Context: an optimization exercise on an open-source flow, tuned for small area, a short achievable clock period and few clock cycles per item. The choices shown serve that exercise and are no tape-out recipe. Function was checked by simulation only, so behaviour that the tests miss may differ from the original.

==> flow/design.v <==
module fpu_round (
    input  wire               sign,
    input  wire signed [11:0] exp,      
    input  wire        [47:0] m,        
    input  wire               sticky,
    input  wire        [1:0]  rm,       
    input  wire               ftz,
    output reg         [31:0] result,
    output reg         [3:0]  flags     
);
    localparam NX = 4'b0001, UF = 4'b0010, OF = 4'b0100;
    function round_up;
        input       s;
        input [1:0] mode;
        input       lsb, guard, st;
        begin
            case (mode)
                2'd0:    round_up = guard & (st | lsb);
                2'd1:    round_up = 1'b0;
                2'd2:    round_up = s & (guard | st);
                default: round_up = ~s & (guard | st);
            endcase
        end
    endfunction
    wire [23:0] n_keep  = m[47:24];
    wire        n_guard = m[23];
    wire        n_st    = (|m[22:0]) | sticky;
    wire        n_inx   = n_guard | n_st;
    wire [24:0] n_rnd   = {1'b0, n_keep} + round_up(sign, rm, n_keep[0], n_guard, n_st);
    wire        n_carry = n_rnd[24];
    wire signed [11:0] e_rnd = exp + {11'd0, n_carry};
    wire [22:0] n_frac  = n_carry ? n_rnd[23:1] : n_rnd[22:0];
    wire overflow = e_rnd > 12'sd127;
    wire tiny     = e_rnd < -12'sd126;
    wire signed [12:0] sh_full = -13'sd102 - {exp[11], exp};
    wire        [5:0]  sh      = (sh_full > 13'sd63) ? 6'd63 : sh_full[5:0];
    wire       [111:0] wide    = {m, 64'd0} >> sh;
    wire        [23:0] s_keep  = wide[87:64];
    wire               s_guard = wide[63];
    wire               s_st    = (|wide[62:0]) | sticky;
    wire               s_inx   = s_guard | s_st;
    wire        [23:0] s_rnd   = s_keep + {23'd0, round_up(sign, rm, s_keep[0], s_guard, s_st)};
    always @* begin
        if (overflow) begin
            if (rm == 2'd1 || (rm == 2'd2 && !sign) || (rm == 2'd3 && sign))
                result = {sign, 31'h7F7F_FFFF};
            else
                result = {sign, 31'h7F80_0000};
            flags = OF | NX;
        end else if (tiny) begin
            if (ftz) begin
                result = {sign, 31'd0};
                flags  = UF | NX;
            end else begin
                result = {sign, 7'd0, s_rnd};
                flags  = s_inx ? (UF | NX) : 4'd0;
            end
        end else begin
            result = {sign, e_rnd[7:0] + 8'd127, n_frac};
            flags  = n_inx ? NX : 4'd0;
        end
    end
endmodule
module fpu_unpack (
    input  wire        [31:0] x,
    input  wire               ftz,
    output wire               sign,
    output wire signed [11:0] exp,     
    output wire        [23:0] sig,     
    output wire               is_zero,
    output wire               is_inf,
    output wire               is_nan,
    output wire               is_snan
);
    wire [7:0]  e = x[30:23];
    wire [22:0] f = x[22:0];
    wire        sub = (e == 8'd0) && (f != 23'd0);
    assign sign    = x[31];
    assign is_nan  = (e == 8'hFF) && (f != 23'd0);
    assign is_snan = is_nan && !f[22];
    assign is_inf  = (e == 8'hFF) && (f == 23'd0);
    assign is_zero = (e == 8'd0) && ((f == 23'd0) || ftz);
    assign exp     = (e == 8'd0) ? -12'sd126 : ($signed({4'd0, e}) - 12'sd127);
    assign sig     = is_zero ? 24'd0 : {!sub, f};
endmodule
module fpu_msb48 (
    input  wire [47:0] x,
    output reg  [5:0]  pos
);
    integer i;
    always @* begin
        pos = 6'd0;
        for (i = 0; i < 48; i = i + 1)
            if (x[i]) pos = i[5:0];
    end
endmodule
module fpu_add (
    input  wire [31:0] a,
    input  wire [31:0] b,
    input  wire        sub,
    input  wire [1:0]  rm,
    input  wire        ftz,
    output reg  [31:0] result,
    output reg  [3:0]  flags
);
    localparam NV = 4'b1000;
    localparam [31:0] QNAN = 32'h7FC0_0000;
    wire               sa, sb0, za, zb, ia, ib, na, nb, sna, snb;
    wire signed [11:0] ea, eb;
    wire        [23:0] ma, mb;
    fpu_unpack ua (.x(a), .ftz(ftz), .sign(sa),  .exp(ea), .sig(ma), .is_zero(za),
                   .is_inf(ia), .is_nan(na), .is_snan(sna));
    fpu_unpack ub (.x(b), .ftz(ftz), .sign(sb0), .exp(eb), .sig(mb), .is_zero(zb),
                   .is_inf(ib), .is_nan(nb), .is_snan(snb));
    wire sb = sb0 ^ sub;
    wire        swap = (eb > ea) || (eb == ea && mb > ma);
    wire        sx = swap ? sb : sa;
    wire        sy = swap ? sa : sb;
    wire signed [11:0] ex = swap ? eb : ea;
    wire signed [11:0] ey = swap ? ea : eb;
    wire [23:0] mx = swap ? mb : ma;
    wire [23:0] my = swap ? ma : mb;
    wire [11:0] d_full = ex - ey;
    wire [4:0]  d      = (d_full > 12'd27) ? 5'd27 : d_full[4:0];
    wire [53:0] y_wide = {my, 3'b000, 27'd0} >> d;
    wire [26:0] y_al   = {y_wide[53:28], y_wide[27] | (|y_wide[26:0])};
    wire [26:0] x_al   = {mx, 3'b000};
    wire        eff_sub = sx ^ sy;
    wire [27:0] s       = eff_sub ? ({1'b0, x_al} - {1'b0, y_al}) : ({1'b0, x_al} + {1'b0, y_al});
    wire [5:0]  msb;
    fpu_msb48 u_msb (.x({20'd0, s}), .pos(msb));
    wire [47:0] m_norm = {20'd0, s} << (6'd47 - msb);
    wire signed [11:0] e_norm = ex + $signed({6'd0, msb}) - 12'sd26;
    wire [31:0] r_round;
    wire [3:0]  f_round;
    fpu_round u_round (.sign(sx), .exp(e_norm), .m(m_norm), .sticky(1'b0),
                       .rm(rm), .ftz(ftz), .result(r_round), .flags(f_round));
    always @* begin
        if (na || nb) begin
            result = QNAN;
            flags  = (sna || snb) ? NV : 4'd0;
        end else if (ia && ib) begin
            result = (sa != sb) ? QNAN : {sa, 31'h7F80_0000};
            flags  = (sa != sb) ? NV : 4'd0;
        end else if (ia || ib) begin
            result = {ia ? sa : sb, 31'h7F80_0000};
            flags  = 4'd0;
        end else if (s == 28'd0) begin
            if (za && zb && sa == sb)
                result = {sa, 31'd0};
            else
                result = {rm == 2'd2, 31'd0};
            flags = 4'd0;
        end else begin
            result = r_round;
            flags  = f_round;
        end
    end
endmodule
module fpu_mul (
    input  wire [31:0] a,
    input  wire [31:0] b,
    input  wire [1:0]  rm,
    input  wire        ftz,
    output reg  [31:0] result,
    output reg  [3:0]  flags
);
    localparam NV = 4'b1000;
    localparam [31:0] QNAN = 32'h7FC0_0000;
    wire               sa, sb, za, zb, ia, ib, na, nb, sna, snb;
    wire signed [11:0] ea, eb;
    wire        [23:0] ma, mb;
    fpu_unpack ua (.x(a), .ftz(ftz), .sign(sa), .exp(ea), .sig(ma), .is_zero(za),
                   .is_inf(ia), .is_nan(na), .is_snan(sna));
    fpu_unpack ub (.x(b), .ftz(ftz), .sign(sb), .exp(eb), .sig(mb), .is_zero(zb),
                   .is_inf(ib), .is_nan(nb), .is_snan(snb));
    wire s = sa ^ sb;
    wire [47:0] p = ma * mb;
    wire [5:0]  msb;
    fpu_msb48 u_msb (.x(p), .pos(msb));
    wire [47:0] m_norm = p << (6'd47 - msb);
    wire signed [11:0] e_norm = ea + eb + $signed({6'd0, msb}) - 12'sd46;
    wire [31:0] r_round;
    wire [3:0]  f_round;
    fpu_round u_round (.sign(s), .exp(e_norm), .m(m_norm), .sticky(1'b0),
                       .rm(rm), .ftz(ftz), .result(r_round), .flags(f_round));
    always @* begin
        if (na || nb) begin
            result = QNAN;
            flags  = (sna || snb) ? NV : 4'd0;
        end else if (ia || ib) begin
            result = (za || zb) ? QNAN : {s, 31'h7F80_0000};
            flags  = (za || zb) ? NV : 4'd0;
        end else if (za || zb) begin
            result = {s, 31'd0};
            flags  = 4'd0;
        end else begin
            result = r_round;
            flags  = f_round;
        end
    end
endmodule
module tangram_fpu (
    input  wire        clk,
    input  wire        rst,         
    input  wire        in_valid,
    output wire        in_ready,
    input  wire [3:0]  in_fn,       
    input  wire [31:0] in_a,
    input  wire [31:0] in_b,
    input  wire [1:0]  in_frm,      
    input  wire        in_ftz,
    output reg         out_valid,
    input  wire        out_ready,
    output reg  [31:0] out_result,
    output reg  [3:0]  out_flags    
);
    localparam [3:0] FN_FADD = 4'h0, FN_FSUB = 4'h1, FN_FMUL = 4'h2,
                     FN_FMIN = 4'h6, FN_FMAX = 4'h7, FN_FABS = 4'h8,
                     FN_FNEG = 4'h9, FN_FEQ  = 4'hA, FN_FLT  = 4'hB,
                     FN_FLE  = 4'hC;
    localparam [3:0] NV = 4'b1000;
    localparam [31:0] QNAN = 32'h7FC0_0000;
    wire [31:0] add_r, mul_r;
    wire [3:0]  add_f, mul_f;
    fpu_add u_add (.a(in_a), .b(in_b), .sub(in_fn == FN_FSUB), .rm(in_frm), .ftz(in_ftz),
                   .result(add_r), .flags(add_f));
    fpu_mul u_mul (.a(in_a), .b(in_b), .rm(in_frm), .ftz(in_ftz),
                   .result(mul_r), .flags(mul_f));
    wire               sa, sb, za, zb, ia, ib, na, nb, sna, snb;
    wire signed [11:0] ea, eb;
    wire        [23:0] ma, mb;
    fpu_unpack ua (.x(in_a), .ftz(in_ftz), .sign(sa), .exp(ea), .sig(ma), .is_zero(za),
                   .is_inf(ia), .is_nan(na), .is_snan(sna));
    fpu_unpack ub (.x(in_b), .ftz(in_ftz), .sign(sb), .exp(eb), .sig(mb), .is_zero(zb),
                   .is_inf(ib), .is_nan(nb), .is_snan(snb));
    wire [30:0] mag_a = za ? 31'd0 : in_a[30:0];
    wire [30:0] mag_b = zb ? 31'd0 : in_b[30:0];
    wire        mag_lt = mag_a < mag_b;
    wire        mag_eq = mag_a == mag_b;
    wire a_before_b = (sa != sb) ? sa : (sa ? (!mag_lt && !mag_eq) : mag_lt);
    wire b_before_a = (sa != sb) ? sb : (sa ? mag_lt : (!mag_lt && !mag_eq));
    wire both_zero = mag_a == 31'd0 && mag_b == 31'd0;
    wire cmp_eq    = both_zero || (sa == sb && mag_eq);
    wire cmp_lt    = !both_zero && a_before_b;
    wire [31:0] flush_a = za ? {sa, 31'd0} : in_a;
    wire [31:0] flush_b = zb ? {sb, 31'd0} : in_b;
    wire        any_nan  = na || nb;
    wire        any_snan = sna || snb;
    reg  [31:0] res;
    reg  [3:0]  flg;
    always @* begin
        res = 32'd0;
        flg = 4'd0;
        case (in_fn)
            FN_FADD, FN_FSUB: begin res = add_r; flg = add_f; end
            FN_FMUL:          begin res = mul_r; flg = mul_f; end
            FN_FMIN, FN_FMAX: begin
                if (na && nb)   res = QNAN;
                else if (na)    res = flush_b;
                else if (nb)    res = flush_a;
                else if (in_fn == FN_FMAX) res = a_before_b ? flush_b : flush_a;
                else                       res = b_before_a ? flush_b : flush_a;
                flg = any_snan ? NV : 4'd0;
            end
            FN_FABS: res = {1'b0, in_a[30:0]};
            FN_FNEG: res = {~in_a[31], in_a[30:0]};
            FN_FEQ: begin
                res = {31'd0, !any_nan && cmp_eq};
                flg = any_snan ? NV : 4'd0;
            end
            FN_FLT: begin
                res = {31'd0, !any_nan && cmp_lt};
                flg = any_nan ? NV : 4'd0;
            end
            FN_FLE: begin
                res = {31'd0, !any_nan && (cmp_lt || cmp_eq)};
                flg = any_nan ? NV : 4'd0;
            end
            default: begin res = 32'd0; flg = 4'd0; end
        endcase
    end
    assign in_ready = !out_valid || out_ready;
    always @(posedge clk) begin
        if (rst) begin
            out_valid  <= 1'b0;
            out_result <= 32'd0;
            out_flags  <= 4'd0;
        end else begin
            if (in_valid && in_ready) begin
                out_valid  <= 1'b1;
                out_result <= res;
                out_flags  <= flg;
            end else if (out_ready) begin
                out_valid <= 1'b0;
            end
        end
    end
endmodule
==> flow/run.sh <==
#!/bin/bash
# synth_recipe.tcl (not shown) runs the flow's synth.tcl, then flattens the netlist and writes it again
# the make line also repeats each setting of config.mk as NAME=value (left out here)
make -C /OpenROAD-flow-scripts/flow DESIGN_CONFIG=/design/flow/config.mk WORK_HOME=/design/flow/orfs CLKGATE_MAP_FILE= SYNTH_SCRIPT=/design/flow/synth_recipe.tcl finish
==> flow/config.mk <==
export PLATFORM = sky130hd
export DESIGN_NAME = tangram_fpu
export DESIGN_NICKNAME = tangram_fpu
export VERILOG_FILES = /design/flow/design.v
export SDC_FILE = /design/flow/constraint.sdc
export NUM_CORES = 4
export LEC_CHECK = 0
export CAP_MARGIN = 20
export CORE_MARGIN = 2
export CORE_UTILIZATION = 40
export SLEW_MARGIN = 20
==> flow/constraint.sdc <==
create_clock -name core_clock -period 26.0 [get_ports {clk}]
set_input_delay 5.2000 -clock core_clock [delete_from_list [all_inputs] [get_ports {clk}]]
set_output_delay 5.2000 -clock core_clock [all_outputs]
set_load 0.01 [all_outputs]
==> results.txt <==
## layout by cell type, fill, tap and decap left out, types with 74 or more instances in the layout
master and count:
nand2_1 831, nor2_1 768, inv_1 722, fa_1 492, buf_4 485, a21oi_1 443
ha_1 382, o21ai_0 341, nand3_1 281, nor3_1 177, xnor2_1 122, mux2i_1 119
o211ai_1 115, clkdlybuf4s50_1 108, and2_1 97, nand4_1 94, a211oi_1 94, a21o_1 89
a22oi_1 89, a31oi_1 84, o22ai_1 74
## state kept, by name, summed over array words and instances, names as in the netlist
| name | cells |
|---|---|
| out_valid | 1 |
| out_result | 32 |
| out_flags | 4 |
## kinds of logic after synthesis
family,after synthesis
buffers and inverters,1256
AND/OR/NAND/NOR,2709
adder cells (fa/ha/maj),876
AO/OA/AOI/OAI,2120
XOR/XNOR,196
flip-flops,37
multiplexers,165
## worst register-to-register path, cell delays in order (launching register included)
cell and delay (ps):
dfxtp_1 320, nand2b_1 130, nand2_1 70, buf_4 280, a222oi_1 640, o221ai_1 370, a221oi_1 340, nor3_1 90
## Yosys cell counts, types with 120 or more instances
cell,count
nand2_1,833
mux2i_1,120
nor3_1,185
o21ai_0,349
fa_1,492
a21oi_1,448
nand3_1,284
ha_1,383
xnor2_1,126
clkbuf_1,373
nor2_1,775
inv_1,724
## timing repair
| action | CTS | global route |
|---|---|---|
| setup endpoints to repair | 24 | 26 |
| endpoints found under the hold margin | 0 | 0 |
| gates resized for setup | 4 | 70 |
| pin swaps | 0 | 3 |
| buffers inserted | 0 | 5 |
## metal layers
layer / GRT usage [%] / vias to the layer above / routed length (um)
met1: 55.12 / 29890 / 113700
met5: 0 / - / 135
met3: 11.12 / 953 / 33650
met4: 24.78 / 22 / 21020
met2: 64.54 / 4122 / 122200
li1: - / 26500 / -
## through the flow
step                worst slack (ps)  std cells
floorplan                       1764       7359
global placement              -603.1       9117
detailed placement            -701.8       9118
CTS                            31.45       9126
global route                  -103.6       9150
finish                         528.1       9153
## area by class of cell
cell class	instances	area share, %
inverters	756	5.033
diodes	22	0.09674
repair buffers	602	8.568
multi-input cells	6066	81.10
clock inverters	2	0.01759
flip-flops and latches	37	1.302
clock buffers	6	0.2265
well taps	1662	3.654
## worst min-delay path by stage
| stage | from | end | slack (ps) | cells past startpoint |
|---|---|---|---|---|
| final | out_flags[2] | out_flags[2] | 510 | 2 |
| after global routing | out_result[31] | out_result[31] | 530 | 2 |
| after CTS | out_flags[2] | out_flags[2] | 510 | 2 |
| after detailed placement | out_flags[2] | out_flags[2] | 490 | 2 |
| after global placement | out_result[31] | out_result[31] | 480 | 2 |
| after floorplan | out_flags[1] | out_flags[1] | 510 | 1 |
==> reports/metrics.yaml <==
outcome: "complete, no violations"
synth-compound-area-share_pct: 28.90
hpwl_um: 236300
synthesis.area_um2: 51390
grt_first_pass_wirelength_um: 419100
postCtsHoldBufs: 0
synthMuxAreaShare_pct: 3.481
overflow: 0
ys_seq_area_share_pct: 1.441
cpPeakStageDelay_ps: 620
async_flop_share_pct: 0
ios: 113
antenna_found_initial: 35
synth_edf_count: 0
std_cell_rows: 131
die_area_um2: 131400
hp-class: "reg2reg"
area_growth_pct: 10.73
first_global_vias: 59430
dr.pass1.iters: 9
antenna_left: 0
drt-initial-drc-count: 8649
core_um2: 127500
root_buffer: "clkbuf_16"
multiInputGateArea_um2: 46150
path_class: "in2reg"
cp-startpoint: "in_b[25]"
holdWs_ps: 506.9
num_vias: 61480
crit_buf_inv: 12
synth_top_area_share_pct: 19.16
critPathLaunchType: "input port"
clkTransAtPathRegs_ps: 60
synth_top_family_by_area: "compound AO/OA/AOI/OAI gates"
fillCellCount: 13430
utilization_pct: 44.63
viasPerCell: 6.717
worstPathRequired_ps: 26190
ys.flop_type: "dfxtp_1"
clock_sinks: 37
yosys.cell_types.count: 134
avgSynthCellArea_um2: 6.984
arrival_ps: 25660
synthAdderAreaFrac_pct: 28.51
tightest_slew_ps: 1236
period_needed_ps: 25470
seqCellArea_um2: 740.7
slew_violations: 0
clock_skew_ps: 5.750
regToRegSetupSlack_ps: 23650
track_usage_pct: 42.82
wl_per_cell_um: 31.77
yosysWarnings: 5
cts_tree: "done"
layout-drive-gt1-share_pct: 10.79
numCtsBuffers: 5
yosys.area_share.simple_pct: 24.76
max_clock_freq_mhz: 39.26
r2r-end: "out_result[11]"
gp_congestion: 1.099
synthCells: 7359
synth_fp_nets: 8309
r2r_cells: 7
clock_latency_ps: 300
end_kind: "register"
crit_slowest_cell: "or4_4"
fin_crit_sh_pct: 97.97
synthXorXnorAreaFrac_pct: 3.340
port_buffers: 112
setup_tns_ps: 0
layout.nets: 8418
clk_path_buf_depth: 2
die_y_um: 362.5
r2r-start: "out_valid"
die_w_um: 362.5
slew_headroom_pct: 17.11
finalInstanceArea_um2: 56910
ys_ff_latch: 37
endpoint: "out_result[14]"
cp.depth: 85
crit_family: "simple AND/OR/NAND/NOR gates"
netlist.top_cell.by_area: "fa_1"
htree_levels: 2
synth_area_leaders: "fa_1, ha_1, nand2_1, nor2_1, inv_1"
cap_violations: 0
grt_setup_unrepaired: "yes"
start_util_pct: 40.30
grt_max_degree: 56
hold_violations: 0
critPathMostFrequentCell: "ha_1"
crit_path_max_fanout: 32
drc: 0
drt-total-wl_um: 290700
setup_viol: 0
dpl_cell_area_um2: 56360
Testbench counts, summed over its fixed seeds: cycles 16,008, items 16,000.

-- re-timing with driven ports --
No port has a modelled driver above. Below, the same layout with a new extraction and two added sets of constraints. Step 1 (the two cells are an assumption about what drives the block):
set clk [get_ports {clk}]
set_driving_cell -lib_cell sky130_fd_sc_hd__clkbuf_16 $clk
set_driving_cell -lib_cell sky130_fd_sc_hd__buf_2 [delete_from_list [all_inputs] $clk]
Step 2 also shifts input and output timing later by t, the mid clock arrival at the registers, as if the neighbouring blocks saw the same clock. a / b / c = no drivers / after step 1 / after step 2; a / b = the first two.
t, ns: 0.339
setup WS [ns]: 0.528 / 0.469 / 0.130
worst setup path after step 2: input to register
slew at the worst register clock pin (ns): 0.07 / 0.07
cell pins on the clock port's net: 1
After both steps this run still meets setup and hold. The setup slack of this run moves by -0.059 ns with the drivers and by -0.398 ns with both steps.
